From an optimization exercise on the open Yosys and OpenROAD flow, aimed at small area, a short achievable clock period and few clock cycles per item; shortcuts taken in it are not production practice. The RTL was checked by simulation tests, not by an equivalence proof against the original design. Power and IR drop assume default switching activity.

==> flow/design.v (excerpt) <==
module bindery_alu (
    input  wire        clk,
    input  wire        rst,
    input  wire        in_valid,
    input  wire [1:0]  cmd,        
    input  wire [2:0]  op,         
    input  wire [2:0]  ty,         
    input  wire [63:0] a,
    input  wire        a_nf,
    input  wire [63:0] b,
    input  wire        b_nf,
    output wire        out_valid,
    output wire [63:0] res,
    output wire        res_nf,
    output wire [1:0]  res_sub
);
    localparam C_ZSGN = 0, C_INF = 1, C_NAN = 2, C_TY = 3, C_OPS = 6, C_FIN = 7,
               C_NFX = 8,  C_FPM = 9;
    localparam WC = 10;
    localparam W0 = 1 + 3 + 14 + 64 + 1 + 64 + 1;
    wire [13:0] dec = {ty == 3'd0, ty == 3'd1, ty == 3'd2, ty == 3'd3, ty == 3'd4, ty == 3'd5,
                       op == 3'd0, op == 3'd1, op == 3'd2, op == 3'd3, op == 3'd4,
                       cmd == 2'd0, cmd[0], cmd[1]};
    wire [W0-1:0] q0;
    bindery_cut #(.W(W0)) u_c0 (.clk(clk), .rst(rst),
        .d({in_valid, ty, dec, a, a_nf, b, b_nf}), .q(q0));
    wire        v0;
    wire [2:0]  i_ty;
    wire        t_i32, t_i64, t_f16, t_b16, t_f32, t_f64;
    wire        op_sum, op_min, op_max, op_and, op_or;
    wire        leaf, two, fin;
    wire [63:0] i_a, i_b;
    wire        i_anf, i_bnf;
    assign {v0, i_ty, t_i32, t_i64, t_f16, t_b16, t_f32, t_f64, op_sum, op_min, op_max, op_and, op_or,
            leaf, two, fin, i_a, i_anf, i_b, i_bnf} = q0;
    wire is_int = t_i32 | t_i64;
    wire half   = t_f16 | t_b16;
  ...
Size: about 4800 cells after synthesis, ~550 flip-flops, ~210 I/O pins, ~39000 µm² of cells after synthesis.
export LEC_CHECK = 0
export CAP_MARGIN = 20
export CORE_MARGIN = 2
export CORE_UTILIZATION = 55
export SLEW_MARGIN = 20
create_clock -name core_clock -period 30.0 [get_ports {clk}]
standard.sh (not shown) runs the stock make flow with config.mk's settings and CLKGATE_MAP_FILE= SYNTH_SCRIPT=/design/flow/synth_recipe.tcl, a recipe that flattens the netlist after the stock synthesis.
==> flow/flow/run.sh <==
#!/bin/bash
# Layout of bindery_alu: the standard flow (standard.sh) from synthesis
# to the final layout, with these changes to how it is made:
#  * buffer_ports buffers every port with sky130_fd_sc_hd__buf_1 rather than
#    the delay buffer it picks on its own (repair_timing then sizes the
#    output buffers up where the outputs need it);
#  * repair_timing aims for 23.4 ns of setup slack, so it sizes the paths
#    for the period the design can reach, not for 30 ns;
#  * clock tree synthesis clusters at most 20 sinks within 80 um and adds no
#    dummy loads.
# The clock, its period and every constraint are the standard flow's, unchanged.
# Every step's full log stays under orfs/logs/; what make prints goes to
# standard.log.
set -euo pipefail
bash standard.sh "BUFFER_PORTS_ARGS=-buffer_cell sky130_fd_sc_hd__buf_1" \
    SETUP_SLACK_MARGIN=23.4 \
    "CTS_ARGS=-sink_clustering_enable -repair_clock_nets -sink_clustering_size 20 -sink_clustering_max_diameter 80 -dont_use_dummy_load" \
    finish > standard.log 2>&1
Testbench counts at the start, summed over its fixed seeds: cycles 24,040, items 24,000.
==> next run, changes <==
==> flow/flow/run.sh (replaced) <==
#!/bin/bash
# Layout of bindery_alu: the standard flow (standard.sh) from synthesis
# to the final layout, with these changes to how it is made:
#  * buffer_ports buffers every port with sky130_fd_sc_hd__buf_1 rather than
#    the delay buffer it picks on its own (repair_timing then sizes the
#    output buffers up where the outputs need it);
#  * repair_timing aims for 23.05 ns of setup slack, so it sizes the paths
#    for the period the design can reach, not for 30 ns;
#  * clock tree synthesis clusters at most 14 sinks within 60 um, drives
#    each cluster with a clkbuf_8 and adds no dummy loads.
# The clock, its period and every constraint are the standard flow's, unchanged.
# Every step's full log stays under orfs/logs/; what make prints goes to
# standard.log.
set -euo pipefail
bash standard.sh "BUFFER_PORTS_ARGS=-buffer_cell sky130_fd_sc_hd__buf_1" \
    SETUP_SLACK_MARGIN=23.05 \
    "CTS_ARGS=-sink_clustering_enable -repair_clock_nets -sink_clustering_size 14 -sink_clustering_max_diameter 60 -sink_clustering_buffer sky130_fd_sc_hd__clkbuf_8 -dont_use_dummy_load" \
    finish > standard.log 2>&1
What happened: First-iteration DRC count fell slightly. Synthesized cell count is unchanged. Worst setup slack is better by 23 ps. Clock skew went down by 26 ps. Via count hardly moves. Utilization decreases by 1.0 points. Power came out lower slightly. Cell area fell slightly. Wire length grows slightly.

==> separate check: timing with driven ports <==
Ports are ideal in the flow. The routed layouts listed here were re-timed in OpenROAD. Step 1 assumes that a clkbuf_16 drives the clock port and a buf_2 every other input. Step 2 moves the port delays by t, midway between the first and last clock arrival at a register: inputs arrive t later, outputs are due t later. That takes back most of the time a late clock gives input paths. a / b / c = ideal / step 1 / step 2; a / b = the first two.
run	t (ns)	setup WS [ns]	worst data-port slew with drivers (ns)	pins driven straight from the clock port
the first run	0.655	22.956 / 22.886 / 23.402	0.06	1
the second run	0.631	22.979 / 22.906 / 23.228	0.05	1
After both steps setup and hold are still met in every run listed.
